Background: an optimization exercise with open tools, aiming at small area, a short achievable clock period and few clock cycles per item. Do not read the settings as production practice. Only simulation tests tie the RTL to the original design; equivalence was not proved. Power and IR drop assume default switching activity.

// mix_unit
module mix_unit (
    input  wire        clk,
    input  wire        rst,         
    input  wire        in_valid,
    output reg         in_ready,
    input  wire        in_last,     
    input  wire [23:0] in_x,        
    input  wire [23:0] in_g,        
    input  wire [1:0]  in_op,       
    input  wire [4:0]  in_sink,
    output reg         out_valid,
    output reg  [4:0]  out_sink,
    output reg  [23:0] out_value,   
    output reg         out_sat,     
    output reg         out_aov      
);
For scale: about 2,100 flip-flops, about 92 I/O pins.
export LEC_CHECK = 0
export CAP_MARGIN = 20
export CORE_MARGIN = 2
export CORE_UTILIZATION = 55
export CTS_CLUSTER_DIAMETER = 100
export CTS_CLUSTER_SIZE = 25
export PLACE_DENSITY = 0.7
export SLEW_MARGIN = 20
create_clock -name core_clock -period 13.0 [get_ports {clk}]
standard.sh (not shown) runs the stock make flow with config.mk's settings and CLKGATE_MAP_FILE= SYNTH_SCRIPT=/design/flow/synth_recipe.tcl, a recipe that flattens the netlist after the stock synthesis.
==> flow/flow/run.sh <==
#!/bin/bash
# Standard layout, with timing repair aimed below the clock period: repair
# treats any path slower than (period - SETUP_SLACK_MARGIN) as failing.
set -euo pipefail
bash standard.sh SETUP_SLACK_MARGIN=9.0 finish > flow.log 2>&1
Testbench counts at the start, summed over its fixed seeds: cycles 28,021, items 25,835.
==> next run, changes <==
--- a/flow/design.v
+++ b/flow/design.v
@@ -199,22 +199,37 @@
         v_used = 4'd0;
         for (vi = 0; vi < NV; vi = vi + 1)
             v_used = v_used + {3'd0, vv[vi]};
     end
     wire [3:0] v_need = {3'd0, s2_cap} + {3'd0, s1_v & ~s1_same} +
                         {3'd0, s0_v & ~s0_same} + 4'd2;
     wire v_room = (v_used + v_need <= NV);
-    wire [24:0] r_sat = (|v_hit) ? v_hd : sat25(wo[rp] ? port2 : 40'd0);
+    reg        r_v;
+    reg [4:0]  r_sink;
+    reg        r_aov;
+    reg        r_hit;
+    reg [24:0] r_hd;
+    reg [39:0] r_raw;
     always @(posedge clk) begin
-        out_sink  <= rp;
+        r_sink <= rp;
+        r_aov  <= aov_o;
+        r_hit  <= |v_hit;
+        r_hd   <= v_hd;
+        r_raw  <= wo[rp] ? port2 : 40'd0;
+    end
+    wire [24:0] r_sat = r_hit ? r_hd : sat25(r_raw);
+    always @(posedge clk) begin
+        out_sink  <= r_sink;
         out_value <= r_sat[23:0];
         out_sat   <= r_sat[24];
-        out_aov   <= aov_o;
+        out_aov   <= r_aov;
     end
     reg  pdone;                   
+    reg  [6:0] ro_age;            
+    wire ro_late  = ro_act & ro_age[6] & ro_age[4];
     reg  block;                   
     wire done_now = pdone | (wb_valid & wb_last);
     wire swap     = done_now & (~ro_act | (ro_go & (rp == 5'd31)));
     wire lw_s2    = s2_v & s2_last;
     wire early    = lw_s2 & ~ro_act & ~done_now & ~(cur_valid & cur_last);
     wire young    = (s0_v & s0_last) | (s1_v & s1_last);
     wire unblock  = ~young & ((swap & ~lw_s2) | early);
@@ -227,22 +242,26 @@
             cur_valid <= 1'b0;
             wb_valid  <= 1'b0;
             wn        <= 32'd0;
             aov_n     <= 1'b0;
             pdone     <= 1'b0;
             block     <= 1'b0;
             ro_act    <= 1'b0;
+            r_v       <= 1'b0;
             out_valid <= 1'b0;
             vv        <= {NV{1'b0}};
         end else begin
             s1_v      <= s0_v;
             s2_v      <= s1_v;
-            out_valid <= ro_go;
+            r_v       <= ro_go;
+            out_valid <= r_v;
             block     <= block_n;
-            in_ready  <= ~block_n & v_room;
+            in_ready  <= ~block_n & v_room & ~ro_late;
+            if (ro_act & ~ro_late)
+                ro_age <= ro_age + 7'd1;
             wb_valid  <= cur_valid;
             if (s2_v)
                 cur_valid <= 1'b1;
             if (wb_valid)
                 wn[wb_sink] <= 1'b1;
             if (s2_same ? ovf_c : ovf_a)
                 aov_n <= 1'b1;
@@ -261,14 +280,15 @@
                 wn        <= 32'd0;
                 aov_o     <= aov_n;
                 aov_n     <= 1'b0;
                 pdone     <= 1'b0;
                 cur_valid <= 1'b0;
                 wb_valid  <= 1'b0;
                 ro_act    <= 1'b1;
+                ro_age    <= 7'd0;
                 rp        <= 5'd0;
                 rp_sel    <= 32'd1;
             end
         end
     end
 endmodule
 module mix_unit_mul (
The changed run ran to the end with no violations.
Critical path depth fell by 12.
Total power grows by 2.0%.
Area after synthesis came out higher by 2.0%.
Clock-buffer cell count rose by 5.
Final area rose by 1.4%.
Worst setup slack gains 50 ps.
Clock power climbs by about 2%.
Synthesized cell count grows by 3.8%.
Clock skew falls by 46 ps.
Non-clock buffer count came out lower by 12.
Testbench counts after the change, summed over its fixed seeds: cycles 28,029, items 25,835.

========
Another version of the RTL of mix_unit (not shown whole).
For scale: roughly 5100 cells after synthesis, ~79000 µm² of cells after synthesis.
==> module mix_unit, before the edit <==
module mix_unit (
    input  wire        clk,
    input  wire        rst,         
    input  wire        in_valid,
    output reg         in_ready,
    input  wire        in_last,     
    input  wire [23:0] in_x,        
    input  wire [23:0] in_g,        
    input  wire [1:0]  in_op,       
    input  wire [4:0]  in_sink,
    output reg         out_valid,
    output reg  [4:0]  out_sink,
    output reg  [23:0] out_value,   
    output reg         out_sat,     
    output reg         out_aov      
);
    localparam OP_SET    = 2'b00;
    localparam OP_ACC    = 2'b01;
    localparam OP_ACCNEG = 2'b10;
    wire accept = in_valid & in_ready & ~rst;
    wire [24:0] g_ext = {in_g, 1'b0};
    wire [11:0] bd_neg, bd_one, bd_two;
    genvar gi;
    generate
        for (gi = 0; gi < 12; gi = gi + 1) begin : g_booth
            assign bd_neg[gi] = g_ext[2*gi+2];
            assign bd_one[gi] = g_ext[2*gi+1] ^ g_ext[2*gi];
            assign bd_two[gi] = ( g_ext[2*gi+2] & ~g_ext[2*gi+1] & ~g_ext[2*gi]) |
                                (~g_ext[2*gi+2] &  g_ext[2*gi+1] &  g_ext[2*gi]);
        end
    endgenerate
    reg        s0_v;
    reg        s0_last;
    reg [23:0] s0_x;
    reg [11:0] s0_neg, s0_one, s0_two;
    reg [1:0]  s0_op;
    reg [4:0]  s0_sink;
    always @(posedge clk) begin
        s0_v    <= accept;
        s0_last <= in_last;
        s0_x    <= in_x;
        s0_neg  <= bd_neg;
        s0_one  <= bd_one;
        s0_two  <= bd_two;
        s0_op   <= in_op;
        s0_sink <= in_sink;
    end
    wire [143:0] mul_rows;
    mix_unit_mul u_mul (.x(s0_x), .neg(s0_neg), .one(s0_one), .two(s0_two),
                        .rows(mul_rows));
    reg         s1_v;             
    reg         s1_rd;            
    reg         s1_last;
    reg [1:0]   s1_op;
    reg [4:0]   s1_sink;
    reg [143:0] s1_rows;
    wire rd_start = s1_v & s1_last;
    wire rd_more  = s1_rd & (s1_sink != 5'd31);
    always @(posedge clk) begin
        s1_last <= s0_last;
        s1_op   <= s0_op;
        s1_rows <= mul_rows;
        if (rd_start)
            s1_sink <= 5'd0;
        else if (rd_more)
            s1_sink <= s1_sink + 5'd1;
        else
            s1_sink <= s0_sink;
    end
    reg [39:0] acc [0:31];
    reg [31:0] written;
    reg [39:0] cur, wb;
    reg [4:0]  cur_sink, wb_sink;
    reg        cur_valid, wb_valid;
    reg        aov;
    wire [47:0] r0 = s1_rows[47:0];
    wire [47:0] r1 = s1_rows[95:48];
    wire [47:0] r2 = s1_rows[143:96];
    wire [47:0] cs_s = r0 ^ r1 ^ r2;
    wire [47:0] cs_c = {(r0[46:0] & r1[46:0]) | (r0[46:0] & r2[46:0]) |
                        (r1[46:0] & r2[46:0]), 1'b0};
    wire [47:0] psum = cs_s + cs_c;
    wire [27:0] prod = psum[47:20];
    wire        neg  = (s1_op == OP_ACCNEG);
    wire        nop  = ~s1_v | (s1_op == 2'b11);
    reg        s2_v;
    reg        s2_rd;
    reg [4:0]  s2_sink;
    reg [27:0] s2_b;
    reg        s2_cin;
    reg        s2_same;           
    reg [39:0] s2_a;              
    wire        fwd_c    = cur_valid & (s1_sink == cur_sink);
    wire        fwd_w    = wb_valid & (s1_sink == wb_sink);
    wire [39:0] rd_val   = fwd_c ? cur : fwd_w ? wb :
                           (written[s1_sink] ? acc[s1_sink] : 40'd0);
    wire [4:0]  nxt_sink = s2_v ? s2_sink : cur_sink;
    wire        nxt_vld  = s2_v | cur_valid;
    wire        is_set   = s1_v & (s1_op == OP_SET);
    always @(posedge clk) begin
        s2_sink <= s1_sink;
        s2_b    <= nop ? 28'd0 : (neg ? ~prod : prod);
        s2_cin  <= s1_v & neg;
        s2_same <= ~s1_v | (nxt_vld & (s1_sink == nxt_sink) & ~is_set);
        s2_a    <= is_set ? 40'd0 : rd_val;
    end
    wire [40:0] b_op  = {{12{s2_b[27]}}, s2_b, s2_cin};
    wire [40:0] sum_c = {cur,  1'b1} + b_op;
    wire [40:0] sum_a = {s2_a, 1'b1} + b_op;
    wire        ovf_c = (cur[39]  == s2_b[27]) & (sum_c[40] != cur[39]);
    wire        ovf_a = (s2_a[39] == s2_b[27]) & (sum_a[40] != s2_a[39]);
    wire rd_end = s1_rd & (s1_sink == 5'd31);      
    always @(posedge clk) begin
        cur <= s2_same ? sum_c[40:1] : sum_a[40:1];
        wb  <= cur;
        wb_sink <= cur_sink;
        if (s2_v)
            cur_sink <= s2_sink;
        if (wb_valid)
            acc[wb_sink] <= wb;
    end
    wire [39:0] ro_val = (s2_sink == cur_sink) ? cur : s2_a;
    wire        ro_hi  = ~ro_val[39] & (|ro_val[38:23]);
    wire        ro_lo  =  ro_val[39] & ~(&ro_val[38:23]);
    always @(posedge clk) begin
        out_sink  <= s2_sink;
        out_value <= ro_hi ? 24'h7F_FFFF : ro_lo ? 24'h80_0000 : ro_val[23:0];
        out_sat   <= ro_hi | ro_lo;
        out_aov   <= aov;
    end
    always @(posedge clk) begin
        if (rst) begin
            in_ready  <= 1'b1;
            s1_v      <= 1'b0;
            s1_rd     <= 1'b0;
            s2_v      <= 1'b0;
            s2_rd     <= 1'b0;
            out_valid <= 1'b0;
            cur_valid <= 1'b0;
            wb_valid  <= 1'b0;
            written   <= 32'd0;
            aov       <= 1'b0;
        end else begin
            s1_v      <= s0_v;
            s1_rd     <= rd_start | rd_more;
            s2_v      <= s1_v;
            s2_rd     <= s1_rd;
            out_valid <= s2_rd;
            wb_valid  <= cur_valid;
            if (accept & in_last)
                in_ready <= 1'b0;
            else if (s1_rd & (s1_sink == 5'd29))
                in_ready <= 1'b1;
            if (wb_valid)
                written[wb_sink] <= 1'b1;
            if (s2_v)
                cur_valid <= 1'b1;
            if (s2_same ? ovf_c : ovf_a)
                aov <= 1'b1;
            if (rd_end) begin
                written   <= 32'd0;
                cur_valid <= 1'b0;
                wb_valid  <= 1'b0;
            end
            if (s2_rd & (s2_sink == 5'd31))
                aov <= 1'b0;
        end
    end
endmodule
clock: 13.0 ns
lec_check: 0
cap_margin: 20
core_margin: 2
core_utilization: 40
place_density: 0.6
slew_margin: 20
Scripts as last shown in full above: flow/flow/run.sh
The starting point finished clean.
Testbench counts at the start, summed over its fixed seeds: cycles 36,107, items 25,835.
Change:
--- a/flow/design.v
+++ b/flow/design.v
@@ -51,23 +51,28 @@
     reg         s1_v;             
     reg         s1_rd;            
     reg         s1_last;
     reg [1:0]   s1_op;
     reg [4:0]   s1_sink;
+    reg [31:0]  s1_sel;           
     reg [143:0] s1_rows;
     wire rd_start = s1_v & s1_last;
     wire rd_more  = s1_rd & (s1_sink != 5'd31);
     always @(posedge clk) begin
         s1_last <= s0_last;
         s1_op   <= s0_op;
         s1_rows <= mul_rows;
-        if (rd_start)
+        if (rd_start) begin
             s1_sink <= 5'd0;
-        else if (rd_more)
+            s1_sel  <= 32'd1;
+        end else if (rd_more) begin
             s1_sink <= s1_sink + 5'd1;
-        else
+            s1_sel  <= {s1_sel[30:0], 1'b0};
+        end else begin
             s1_sink <= s0_sink;
+            s1_sel  <= 32'd1 << s0_sink;
+        end
     end
     reg [39:0] acc [0:31];
     reg [31:0] written;
     reg [39:0] cur, wb;
     reg [4:0]  cur_sink, wb_sink;
@@ -90,12 +95,19 @@
     reg        s2_cin;
     reg        s2_same;           
     reg [39:0] s2_a;              
     wire        fwd_c    = cur_valid & (s1_sink == cur_sink);
     wire        fwd_w    = wb_valid & (s1_sink == wb_sink);
-    wire [39:0] rd_val   = fwd_c ? cur : fwd_w ? wb :
-                           (written[s1_sink] ? acc[s1_sink] : 40'd0);
+    wire [31:0] rd_sel   = s1_sel & written;
+    reg  [39:0] rd_file;
+    integer ri;
+    always @(*) begin
+        rd_file = 40'd0;
+        for (ri = 0; ri < 32; ri = ri + 1)
+            rd_file = rd_file | (acc[ri] & {40{rd_sel[ri]}});
+    end
+    wire [39:0] rd_val   = fwd_c ? cur : fwd_w ? wb : rd_file;
     wire [4:0]  nxt_sink = s2_v ? s2_sink : cur_sink;
     wire        nxt_vld  = s2_v | cur_valid;
     wire        is_set   = s1_v & (s1_op == OP_SET);
     always @(posedge clk) begin
         s2_sink <= s1_sink;
=> Register-to-register slack improved by 0.10 ns. Flip-flop and latch count is higher by 32. Sequential power is about the same. Global-route usage rose by 4.6 points. First-iteration DRC count went up by 41%. Wire length rose by 19%. Design area went down by 2.8%. Hold slack loses 0.0034 ns. Core utilization hardly moves.
Testbench counts after the change, summed over its fixed seeds: cycles 36,107, items 25,835.

========
run 1:
mix_unit, a different RTL version from the one above (not shown whole).
Size in the first run: about 6600 cells after synthesis, roughly 2200 flip-flops, ~92 I/O pins.
clock: 13.0 ns
lec_check: 0
cap_margin: 20
core_margin: 2
core_utilization: 65
cts_cluster_diameter: 100
cts_cluster_size: 25
place_density: 0.78
slew_margin: 20
==> flow/flow/run.sh <==
#!/bin/bash
# Standard layout, with timing repair aimed below the clock period: repair
# treats any path slower than (period - SETUP_SLACK_MARGIN) as failing.
set -euo pipefail
bash standard.sh SETUP_SLACK_MARGIN=9.3 finish > flow.log 2>&1
Testbench counts of run 1, summed over its fixed seeds: cycles 28,029, items 25,835.
## Diff of input files: run 4 against run 1
--- a/flow/design.v
+++ b/flow/design.v
@@ -82,12 +82,14 @@
     reg        cur_valid, wb_valid;
     reg        cur_last, wb_last;
     reg        aov_n, aov_o;
     reg        ro_act;
     reg [4:0]  rp;                
     reg [31:0] rp_sel;            
+    reg        pdone;             
+    wire       done_now = pdone | (wb_valid & wb_last);
     wire [47:0] r0 = s1_rows[47:0];
     wire [47:0] r1 = s1_rows[95:48];
     wire [47:0] r2 = s1_rows[143:96];
     wire [47:0] cs_s = r0 ^ r1 ^ r2;
     wire [47:0] cs_c = {(r0[46:0] & r1[46:0]) | (r0[46:0] & r2[46:0]) |
                         (r1[46:0] & r2[46:0]), 1'b0};
@@ -122,24 +124,29 @@
             bank1 = bank1 | (acc[2*bi+1] & {40{wsel1 ? s1_sel[2*bi+1] : rp_sel[2*bi+1]}});
         end
     end
     wire [39:0] port1    = s1_sink[0] ? bank1 : bank0;
     wire [39:0] port2    = rp[0] ? bank1 : bank0;
     wire [39:0] rd_val   = fwd_c ? cur : fwd_w ? wb : port1;
-    wire        first    = ~s1_same & ~fwd_c & ~fwd_w & ~wn[s1_sink];
+    wire [31:0] wb_bit   = wb_valid ? (32'd1 << wb_sink) : 32'd0;
+    wire [31:0] wo_nxt   = wn | wb_bit;
+    wire        xp       = s1_v & done_now;
+    wire        first    = ~s1_same & ((~fwd_c & ~fwd_w & ~wn[s1_sink]) | xp);
     wire        is_set   = s1_op == OP_SET;
     always @(posedge clk) begin
         s2_last <= s1_last;
         s2_sink <= s1_sink;
         s2_b    <= nop ? 28'd0 : (neg ? ~prod : prod);
         s2_cin  <= s1_v & neg;
         s2_same <= ~s1_v | (s1_same & ~is_set);
         s2_az   <= is_set | first;
-        s2_cap  <= s1_v & first & ro_act & wo[s1_sink];
-        s2_vgt  <= {1'b0, s1_sink} > ({1'b0, rp} + {5'd0, ro_go});
-        s2_veq  <= {1'b0, s1_sink} == ({1'b0, rp} + {5'd0, ro_go});
+        s2_cap  <= s1_v & first & (xp ? (wn[s1_sink] | fwd_w) : (ro_act & wo[s1_sink]));
+        s2_vgt  <= xp ? (s1_sink != 5'd0) :
+                   ({1'b0, s1_sink} > ({1'b0, rp} + {5'd0, ro_go}));
+        s2_veq  <= xp ? (s1_sink == 5'd0) :
+                   ({1'b0, s1_sink} == ({1'b0, rp} + {5'd0, ro_go}));
         s2_a    <= rd_val;
     end
     wire [39:0] a_new = s2_a & {40{~s2_az}};
     wire [40:0] b_op  = {{12{s2_b[27]}}, s2_b, s2_cin};
     wire [40:0] sum_c = {cur,   1'b1} + b_op;
     wire [40:0] sum_a = {a_new, 1'b1} + b_op;
@@ -220,20 +227,20 @@
     always @(posedge clk) begin
         out_sink  <= r_sink;
         out_value <= r_sat[23:0];
         out_sat   <= r_sat[24];
         out_aov   <= r_aov;
     end
-    reg  pdone;                   
+    reg  [6:0] ro_age;            
+    wire ro_late  = ro_act & ro_age[6] & ro_age[4];
     reg  block;                   
-    wire done_now = pdone | (wb_valid & wb_last);
     wire swap     = done_now & (~ro_act | (ro_go & (rp == 5'd31)));
+    wire lw_s1    = s1_v & s1_last;
     wire lw_s2    = s2_v & s2_last;
-    wire early    = lw_s2 & ~ro_act & ~done_now & ~(cur_valid & cur_last);
-    wire young    = (s0_v & s0_last) | (s1_v & s1_last);
-    wire unblock  = ~young & ((swap & ~lw_s2) | early);
+    wire early    = lw_s1 & ~lw_s2 & ~ro_act & ~done_now & ~(cur_valid & cur_last);
+    wire unblock  = ~(s0_v & s0_last) & ((swap & ~lw_s1 & ~lw_s2) | early);
     wire block_n  = (accept & in_last) | (block & ~unblock);
     always @(posedge clk) begin
         if (rst) begin
             in_ready  <= 1'b1;
             s1_v      <= 1'b0;
             s2_v      <= 1'b0;
@@ -250,13 +257,15 @@
         end else begin
             s1_v      <= s0_v;
             s2_v      <= s1_v;
             r_v       <= ro_go;
             out_valid <= r_v;
             block     <= block_n;
-            in_ready  <= ~block_n & v_room;
+            in_ready  <= ~block_n & v_room & ~ro_late;
+            if (ro_act & ~ro_late)
+                ro_age <= ro_age + 7'd1;
             wb_valid  <= cur_valid;
             if (s2_v)
                 cur_valid <= 1'b1;
             if (wb_valid)
                 wn[wb_sink] <= 1'b1;
             if (s2_same ? ovf_c : ovf_a)
@@ -269,20 +278,21 @@
                 if (rp == 5'd31)
                     ro_act <= 1'b0;
             end
             vv <= (vv & ~(ro_go ? v_hit : {NV{1'b0}})) |
                   (v_keep ? v_alloc : {NV{1'b0}});
             if (swap) begin
-                wo        <= wn | (wb_valid ? (32'd1 << wb_sink) : 32'd0);
+                wo        <= wo_nxt;
                 wn        <= 32'd0;
                 aov_o     <= aov_n;
                 aov_n     <= 1'b0;
                 pdone     <= 1'b0;
                 cur_valid <= 1'b0;
                 wb_valid  <= 1'b0;
                 ro_act    <= 1'b1;
+                ro_age    <= 7'd0;
                 rp        <= 5'd0;
                 rp_sel    <= 32'd1;
             end
         end
     end
 endmodule
Findings:
- Of run 4 and run 1, the run reporting the higher total number of sequential cells was run 4.
- Of run 4 and run 1, the run reporting the higher number of global-route vias before repair was run 4.
- A kind of critical path of reg -> reg is what run 1 shows, while reg -> out belongs to run 4.
- Delta (run 4 minus run 1): area taken by flip-flops and latches rose by 230 um2, final worst setup slack saw a decrease, first-pass GRT wire length moved up.
- A capturing instance or port of the critical path of in_ready is what run 4 shows, while s2_b[14]$_SDFF_PP0_ belongs to run 1.
Testbench counts of run 4, summed over its fixed seeds: cycles 27,833, items 25,835.

port drivers added, routing unchanged:
No port has a modelled driver above. Below, the same layouts with a new extraction and two added sets of constraints. Step 1 sets driving cells, clkbuf_16 on the clock port and buf_2 on the other inputs (assumed; they add their load-dependent delay and slew). Step 2 also shifts input and output timing later by t, the mid clock arrival at the registers, as if the neighbouring blocks saw the same clock. Slacks: ideal / step 1 / step 2; pairs: ideal / step 1.
| run | t, ns | setup slack, ns | latest minus earliest clock arrival (ns) | cell pins on the clock port's net |
|---|---|---|---|---|
| the first run of note 1 | 0.850 | 9.000 / 8.948 / 8.447 | 0.079 / 0.080 | 1 |
| the second run of note 1 | 0.828 | 9.051 / 8.973 / 8.485 | 0.036 / 0.036 | 1 |
| the first run of note 2 | 0.883 | 9.062 / 8.978 / 8.527 | 0.078 / 0.078 | 1 |
| the second run of note 2 | 0.910 | 9.060 / 8.966 / 8.473 | 0.101 / 0.101 | 1 |
| run 1 | 0.828 | 9.184 / 9.101 / 8.649 | 0.038 / 0.039 | 1 |
| run 4 | 0.836 | 9.159 / 9.072 / 8.601 | 0.056 / 0.056 | 1 |
After both steps setup and hold are still met in every run listed. The setup slack of the second run of note 2, which loses most, moves by -0.094 ns with the drivers and by -0.587 ns with both steps.
